Context: an optimization exercise on an open-source flow, tuned for small area, a short achievable clock period and few clock cycles per item. The choices shown serve that exercise and are no tape-out recipe. At most, simulation tests tie the RTL to the original design; equivalence was not proved.

==> flow/design.v (excerpt) <==
module sha256_core (
    input  wire         clk,
    input  wire         rst,          
    input  wire         in_valid,
    output wire         in_ready,
    input  wire         in_first,     
    input  wire [511:0] in_block,     
    output reg          out_valid,
    output wire [255:0] out_digest    
);
clock: 10.0 ns
lec_check: 0
cap_margin: 20
core_margin: 2
core_utilization: 55
cts_buf_list: sky130_fd_sc_hd__clkbuf_8
cts_cluster_size: 24
slew_margin: 20
standard.sh (not shown) runs the stock make flow with config.mk's settings and CLKGATE_MAP_FILE= SYNTH_SCRIPT=/design/flow/synth_recipe.tcl, a recipe that flattens the netlist after the stock synthesis.
==> flow/flow/run.sh <==
#!/bin/bash
set -euo pipefail
export BUFFER_PORTS_ARGS="-buffer_cell sky130_fd_sc_hd__buf_1"
export SETUP_SLACK_MARGIN=6
bash standard.sh > standard_make.log 2>&1
The baseline finished with timing, DRC and antenna clean.
Rerun with:
==> flow/run.sh (new file) <==
#!/bin/bash
# synth_recipe.tcl (not shown) runs the flow's synth.tcl, then flattens the netlist and writes it again
# the make line also repeats each setting of config.mk as NAME=value (left out here)
make -C /OpenROAD-flow-scripts/flow DESIGN_CONFIG=/design/flow/config.mk WORK_HOME=/design/flow/orfs CLKGATE_MAP_FILE= SYNTH_SCRIPT=/design/flow/synth_recipe.tcl finish
--- a/flow/config.mk
+++ b/flow/config.mk
@@ -10,4 +10,4 @@
 export CORE_UTILIZATION = 55
-export CTS_BUF_LIST = sky130_fd_sc_hd__clkbuf_8
-export CTS_CLUSTER_SIZE = 24
+export CTS_BUF_LIST = sky130_fd_sc_hd__clkbuf_4
+export SETUP_SLACK_MARGIN = 5
 export SLEW_MARGIN = 20
removed: flow/flow/run.sh
removed: flow/standard.sh
=> Wire length goes down by 2.3%; final area goes up by 1.3%; sequential cell count does not change; non-clock buffer count goes down by 168; setup slack got worse by 0.19 ns; cell count goes up by 0.38%.
Rerun with:
==> flow/flow/run.sh (new file) <==
#!/bin/bash
set -euo pipefail
export BUFFER_PORTS_ARGS="-buffer_cell sky130_fd_sc_hd__buf_1"
export SETUP_SLACK_MARGIN=7
bash standard.sh > standard_make.log 2>&1
==> flow/standard.sh (new file) <==
#!/bin/bash
# synth_recipe.tcl (not shown) runs the flow's synth.tcl, then flattens the netlist and writes it again
# the make line also repeats each setting of config.mk as NAME=value (left out here)
make -C /OpenROAD-flow-scripts/flow DESIGN_CONFIG=/design/flow/config.mk WORK_HOME=/design/flow/orfs CLKGATE_MAP_FILE= SYNTH_SCRIPT=/design/flow/synth_recipe.tcl "${@:-finish}"
--- a/flow/config.mk
+++ b/flow/config.mk
@@ -10,4 +10,4 @@
 export CORE_UTILIZATION = 55
-export CTS_BUF_LIST = sky130_fd_sc_hd__clkbuf_4
-export SETUP_SLACK_MARGIN = 5
+export CTS_BUF_LIST = sky130_fd_sc_hd__clkbuf_8
+export CTS_CLUSTER_SIZE = 24
 export SLEW_MARGIN = 20
removed: flow/run.sh
Effect:
- clock skew went down by 0.021 ns
- sequential share of layout area came out lower by 1.2 points
- synthesized area stays the same
- register-to-register slack improved by 0.02 ns
Rerun with:
==> flow/run.sh (new file) <==
#!/bin/bash
# synth_recipe.tcl (not shown) runs the flow's synth.tcl, then flattens the netlist and writes it again
# the make line also repeats each setting of config.mk as NAME=value (left out here)
make -C /OpenROAD-flow-scripts/flow DESIGN_CONFIG=/design/flow/config.mk WORK_HOME=/design/flow/orfs CLKGATE_MAP_FILE= SYNTH_SCRIPT=/design/flow/synth_recipe.tcl finish
--- a/flow/config.mk
+++ b/flow/config.mk
@@ -12,2 +12,3 @@
 export CTS_CLUSTER_SIZE = 24
+export SETUP_SLACK_MARGIN = 5
 export SLEW_MARGIN = 20
removed: flow/flow/run.sh
removed: flow/standard.sh
Effect:
- The changed run produced a clean layout
- maximum frequency came out higher by 0.58%
- synthesized cell count stays the same
- die area is unchanged
- synthesized area does not change
- wire length came out lower by 7.1%
- clock-buffer cell count came out higher by 5
- critical path depth does not change
- worst setup slack is better by 0.029 ns
- hold slack is better by 0.0084 ns
No run of this note included a check of the RTL's function; only the layout flow was run.

---

Setup of willow:
Another version of the RTL of sha256_core (not shown whole).
Size: about 4300 cells after synthesis, about 770 I/O pins.
clock: 10.0 ns
lec_check: 0
cap_margin: 20
core_margin: 2
core_utilization: 55
cts_buf_list: sky130_fd_sc_hd__clkbuf_16
cts_cluster_diameter: 120
cts_cluster_size: 20
slew_margin: 20
==> flow/flow/run.sh <==
#!/bin/bash
set -euo pipefail
export BUFFER_PORTS_ARGS="-buffer_cell sky130_fd_sc_hd__buf_1"
export SETUP_SLACK_MARGIN=5.2
bash standard.sh > standard_make.log 2>&1
willow | status: complete | timing, DRC, antenna: pass
Testbench counts of willow, summed over its fixed seeds: cycles 25,368, blocks 384.
Setup changes, willow to maple
==> flow/flow/run.sh <==
#!/bin/bash
set -euo pipefail
export BUFFER_PORTS_ARGS="-buffer_cell sky130_fd_sc_hd__buf_1"
export SETUP_SLACK_MARGIN=5
bash standard.sh > standard_make.log 2>&1
Notes after the runs:
- maple: PASS, flow complete, no timing, DRC or antenna violations
- Total met2 wirelength after detailed routing in maple is 2.3% below willow.
- maple — sum of buffers and inverters on the critical path 1 lower, willow as reference
- Looking at cell with the largest stage delay on the worst path, the sky130_fd_sc_hd__nand2_1 result is from willow; the sky130_fd_sc_hd__o21ai_0 one comes from maple.
- Relative to willow, detail-routed via count per cell has gone down in maple.

---

Setup of rev 12:
The RTL this note starts from:
==> flow/design.v <==
module sha256_core (
    input  wire         clk,
    input  wire         rst,          
    input  wire         in_valid,
    output wire         in_ready,
    input  wire         in_first,     
    input  wire [511:0] in_block,     
    output reg          out_valid,
    output wire [255:0] out_digest    
);
    localparam [255:0] IV = {32'h6a09e667, 32'hbb67ae85, 32'h3c6ef372, 32'ha54ff53a,
                             32'h510e527f, 32'h9b05688c, 32'h1f83d9ab, 32'h5be0cd19};
    localparam [2047:0] KTAB = {
        32'hc67178f2, 32'hbef9a3f7, 32'ha4506ceb, 32'h90befffa, 32'h8cc70208, 32'h84c87814, 32'h78a5636f, 32'h748f82ee,
        32'h682e6ff3, 32'h5b9cca4f, 32'h4ed8aa4a, 32'h391c0cb3, 32'h34b0bcb5, 32'h2748774c, 32'h1e376c08, 32'h19a4c116,
        32'h106aa070, 32'hf40e3585, 32'hd6990624, 32'hd192e819, 32'hc76c51a3, 32'hc24b8b70, 32'ha81a664b, 32'ha2bfe8a1,
        32'h92722c85, 32'h81c2c92e, 32'h766a0abb, 32'h650a7354, 32'h53380d13, 32'h4d2c6dfc, 32'h2e1b2138, 32'h27b70a85,
        32'h14292967, 32'h06ca6351, 32'hd5a79147, 32'hc6e00bf3, 32'hbf597fc7, 32'hb00327c8, 32'ha831c66d, 32'h983e5152,
        32'h76f988da, 32'h5cb0a9dc, 32'h4a7484aa, 32'h2de92c6f, 32'h240ca1cc, 32'h0fc19dc6, 32'hefbe4786, 32'he49b69c1,
        32'hc19bf174, 32'h9bdc06a7, 32'h80deb1fe, 32'h72be5d74, 32'h550c7dc3, 32'h243185be, 32'h12835b01, 32'hd807aa98,
        32'hab1c5ed5, 32'h923f82a4, 32'h59f111f1, 32'h3956c25b, 32'he9b5dba5, 32'hb5c0fbcf, 32'h71374491, 32'h428a2f98
    };
    reg         run;         
    reg         rdy;         
    reg         init;        
    reg  [6:0]  kc;          
    reg         first;       
    reg  [31:0] a, b, c, d, e, f, g, h, hk;
    reg  [31:0] w [0:15];
    reg  [31:0] q0, q1, q2, q3, r0, r1, r2, r3;
    assign in_ready   = rdy;
    assign out_digest = {q3, q2, q1, q0, r3, r2, r1, r0};
    function [31:0] fa_s(input [31:0] x, input [31:0] y, input [31:0] z);
        fa_s = x ^ y ^ z;
    endfunction
    function [31:0] fa_c(input [31:0] x, input [31:0] y, input [31:0] z);
        fa_c = {(x[30:0] & y[30:0]) | (x[30:0] & z[30:0]) | (y[30:0] & z[30:0]), 1'b0};
    endfunction
    function [31:0] add_sk(input [31:0] x, input [31:0] y);
        reg [31:0] gg, pp, g2, p2;
        integer i, l;
        begin
            gg = x & y;
            pp = x ^ y;
            for (l = 1; l < 32; l = l * 2) begin
                g2 = gg;
                p2 = pp;
                for (i = 0; i < 32; i = i + 1)
                    if (i & l) begin
                        g2[i] = gg[i] | (pp[i] & gg[(i & ~(l - 1)) - 1]);
                        p2[i] = pp[i] & pp[(i & ~(l - 1)) - 1];
                    end
                gg = g2;
                pp = p2;
            end
            add_sk = (x ^ y) ^ {gg[30:0], 1'b0};
        end
    endfunction
    wire [31:0] s1  = {e[5:0], e[31:6]} ^ {e[10:0], e[31:11]} ^ {e[24:0], e[31:25]};
    wire [31:0] ch  = (e & f) | (~e & g);
    wire [31:0] s0  = {a[1:0], a[31:2]} ^ {a[12:0], a[31:13]} ^ {a[21:0], a[31:22]};
    wire [31:0] mj  = (a & b) | (a & c) | (b & c);
    wire [31:0] x1s = fa_s(s1, ch, hk), x1c = fa_c(s1, ch, hk);
    wire [31:0] x2s = fa_s(x1s, x1c, s0), x2c = fa_c(x1s, x1c, s0);
    wire [31:0] x3s = fa_s(x2s, x2c, mj), x3c = fa_c(x2s, x2c, mj);
    wire [31:0] a_new = add_sk(x3s, x3c);
    wire [31:0] y2s = fa_s(x1s, x1c, d), y2c = fa_c(x1s, x1c, d);
    wire [31:0] e_new = add_sk(y2s, y2c);
    wire [31:0] sig0 = {w[1][6:0], w[1][31:7]} ^ {w[1][17:0], w[1][31:18]} ^ (w[1] >> 3);
    wire [31:0] sig1 = {w[14][16:0], w[14][31:17]} ^ {w[14][18:0], w[14][31:19]} ^ (w[14] >> 10);
    wire [31:0] m1s = fa_s(sig0, sig1, w[0]), m1c = fa_c(sig0, sig1, w[0]);
    wire [31:0] m2s = fa_s(m1s, m1c, w[9]),  m2c = fa_c(m1s, m1c, w[9]);
    wire [31:0] kn  = KTAB[{kc[5:0], 5'd0} +: 32];
    wire [31:0] hn  = init ? (first ? IV[31:0] : r0) : g;
    wire [31:0] p1s = fa_s(hn, kn, w[0]), p1c = fa_c(hn, kn, w[0]);
    wire [31:0] hk_next = add_sk(p1s, p1c);
    wire        addph = run & (kc[6] | (kc[5:1] == 5'b11111));
    reg  [31:0] iva, ive;
    always @(*) begin
        case (kc[1:0])
            2'b10: begin iva = IV[159:128]; ive = IV[31:0];   end
            2'b11: begin iva = IV[191:160]; ive = IV[63:32];  end
            2'b00: begin iva = IV[223:192]; ive = IV[95:64];  end
            default: begin iva = IV[255:224]; ive = IV[127:96]; end
        endcase
    end
    wire [31:0] w_next = add_sk(addph ? (first ? iva : q0) : m2s, addph ? a : m2c);
    wire [31:0] qsum = w_next;
    wire [31:0] rsum = add_sk(first ? ive : r0, e);
    wire        last = run & (kc == 7'd65);
    wire        take = rdy & in_valid;
    integer i;
    always @(posedge clk) begin
        if (rst) begin
            run       <= 1'b0;
            rdy       <= 1'b0;
            init      <= 1'b0;
            out_valid <= 1'b0;
        end else begin
            out_valid <= last;
            init      <= take;
            if (take)
                run <= 1'b1;
            else if (last)
                run <= 1'b0;
            rdy <= (run & (kc == 7'd64)) | ((~run | last) & ~take);
        end
    end
    always @(posedge clk) begin
        if (rdy) begin
            first <= in_first;
            for (i = 0; i < 16; i = i + 1)
                w[i] <= in_block[511 - 32*i -: 32];
        end else begin
            for (i = 0; i < 15; i = i + 1)
                w[i] <= w[i + 1];
            w[15] <= w_next;
        end
        kc <= take ? 7'd0 : kc + 7'd1;
        hk <= hk_next;
        if (init) begin
            if (first)
                {a, b, c, d, e, f, g, h} <= IV;
            else
                {a, b, c, d, e, f, g, h} <= {q3, q2, q1, q0, r3, r2, r1, r0};
        end else begin
            h <= g; g <= f; f <= e; e <= e_new;
            d <= c; c <= b; b <= a; a <= a_new;
        end
        if (addph) begin
            q0 <= q1; q1 <= q2; q2 <= q3; q3 <= qsum;
            r0 <= r1; r1 <= r2; r2 <= r3; r3 <= rsum;
        end
    end
endmodule
export LEC_CHECK = 0
export CAP_MARGIN = 20
export CORE_MARGIN = 2
export CORE_UTILIZATION = 55
export CTS_BUF_LIST = sky130_fd_sc_hd__clkbuf_8
export CTS_CLUSTER_DIAMETER = 70
export CTS_CLUSTER_SIZE = 14
export SLEW_MARGIN = 20
create_clock -name core_clock -period 10.0 [get_ports {clk}]
==> flow/flow/run.sh <==
#!/bin/bash
set -euo pipefail
export BUFFER_PORTS_ARGS="-buffer_cell sky130_fd_sc_hd__buf_1"
export SETUP_SLACK_MARGIN=5
bash standard.sh > standard_make.log 2>&1
Testbench counts of rev 12, summed over its fixed seeds: cycles 25,368, blocks 384.
--- input diff rev 12..rev 13 ---
Settings: CTS_BUF_LIST: sky130_fd_sc_hd__clkbuf_8 -> sky130_fd_sc_hd__clkbuf_16; CTS_CLUSTER_SIZE: 14 -> 20; CTS_CLUSTER_DIAMETER: 70 -> 120.
==> flow/flow/run.sh <==
#!/bin/bash
set -euo pipefail
export BUFFER_PORTS_ARGS="-buffer_cell sky130_fd_sc_hd__buf_1"
export SETUP_SLACK_MARGIN=5.5
bash standard.sh MATCH_CELL_FOOTPRINT=0 finish > standard_make.log 2>&1
Results
Looking at the reports, rev 13 completed the entire flow and the layout it produced met the timing, design-rule and antenna checks.
met1 usage on rev 13 is up relative to rev 12.
Worst path required time sits lower in rev 13 than in rev 12.
When the final numbers for rev 12 and rev 13 were put side by side, the number of buffer and inverter instances along the worst setup path turned out to be smaller in rev 13.
| average cell area after synthesis | rev 12 vs rev 13 | ≈ equal |
Going from rev 12 to rev 13, global-route usage rose by 1.3 points, least setup slack across all paths after layout grew by 0.066 ns, die area essentially unchanged.

---

## v35
// sha256_core: RTL as listed in full above, without the edits since
Settings: LEC_CHECK=0, CAP_MARGIN=20, CORE_MARGIN=2, CORE_UTILIZATION=55, CTS_BUF_LIST=sky130_fd_sc_hd__clkbuf_8, CTS_CLUSTER_DIAMETER=70, CTS_CLUSTER_SIZE=14, SLEW_MARGIN=20; clock period 10.0 ns.
==> flow/flow/run.sh <==
#!/bin/bash
set -euo pipefail
export BUFFER_PORTS_ARGS="-buffer_cell sky130_fd_sc_hd__buf_1"
export SETUP_SLACK_MARGIN=5.2
bash standard.sh > standard_make.log 2>&1
v35 ran to completion and came out clean on the timing, design-rule and antenna checks.
Testbench counts of v35, summed over its fixed seeds: cycles 25,368, blocks 384.
Changes in v1 relative to v35:
- swapping sky130_fd_sc_hd__clkbuf_8 for sky130_fd_sc_hd__clkbuf_16 in CTS_BUF_LIST
- swapping 70 for 120 in CTS_CLUSTER_DIAMETER
- swapping 14 for 20 in CTS_CLUSTER_SIZE
-- flow/flow/run.sh --
<<< v35, line 4
export SETUP_SLACK_MARGIN=5.2
>>> v1, line 4
export SETUP_SLACK_MARGIN=5.5
==> comparison <==
Summary of v1 over v35: worst hold slack increased by 0.0079 ns relative to the old numbers; post-route DRC violation count closely matched the old numbers.
Sort v1 and v35 by cell area, descending, and v1 comes first.
Diff v35 -> v1 | first-pass GRT wire length | increase of 1.8%
Here is what was changed in the inputs of v52 compared with v1.
-- flow/flow/run.sh --
<<< v1, line 4
export SETUP_SLACK_MARGIN=5.5
>>> v52, line 4
export SETUP_SLACK_MARGIN=4.5
### Flow results
- [compare] base=v1 new=v52: area taken by multi-input logic gates now sits lower, final cycle utilization of the critical path grew by 6.4 points, relative max-transition margin has increased.
Inputs modified between v52 and v13:
- changing CORE_UTILIZATION from 55 to 65
- setting PLACE_DENSITY to 0.72 for the first time
-- flow/flow/run.sh --
<<< v52, line 4
export SETUP_SLACK_MARGIN=4.5
>>> v13, line 4
export SETUP_SLACK_MARGIN=5
==> run notes <==
- met3 wire length ends up lower on v52.
- Comparing v52 and v13, the higher tap cell instance count is on v52.
- v52 has lower global-route wire length before repair than v13.

-- separate check: timing with driven ports --
How much do the figures lean on ideal ports? The routed layouts below were timed once more, with nothing changed but the port constraints. Step 1 (the two cells are an assumption about what drives the block):
set clk [get_ports {clk}]
set_driving_cell -lib_cell sky130_fd_sc_hd__clkbuf_16 $clk
set_driving_cell -lib_cell sky130_fd_sc_hd__buf_2 [delete_from_list [all_inputs] $clk]
Step 2 times the ports against the registers' clock, not the clock port: input delays grow and output delays shrink by t, the midpoint of the rising clock arrivals with the driver on. Three values: no drivers, after step 1, after step 2; two values: the first two.
| run | t, ns | slack for setup (ns) | cell pins on the clock port's net |
|---|---|---|---|
| the first run of note 1 | 0.966 | 5.072 / 5.072 / 5.072 | 1 |
| the second run of note 1 | 1.232 | 4.878 / 4.878 / 4.878 | 1 |
| the third run of note 1 | 0.949 | 4.902 / 4.902 / 4.902 | 1 |
| the fourth run of note 1 | 0.948 | 4.931 / 4.931 / 4.931 | 1 |
| willow | 0.780 | 5.071 / 5.071 / 5.071 | 1 |
| maple | 0.778 | 5.069 / 5.069 / 5.069 | 1 |
| rev 12 | 0.867 | 5.059 / 5.059 / 5.059 | 1 |
| rev 13 | 0.782 | 5.125 / 5.125 / 5.125 | 1 |
| v35 | 0.883 | 5.106 / 5.106 / 5.106 | 1 |
| v1 | 0.786 | 5.162 / 5.162 / 5.162 | 1 |
| v52 | 0.772 | 4.517 / 4.517 / 4.517 | 1 |
| v13 | 0.750 | 5.008 / 5.008 / 5.008 | 1 |
After both steps setup and hold are still met in every run listed.
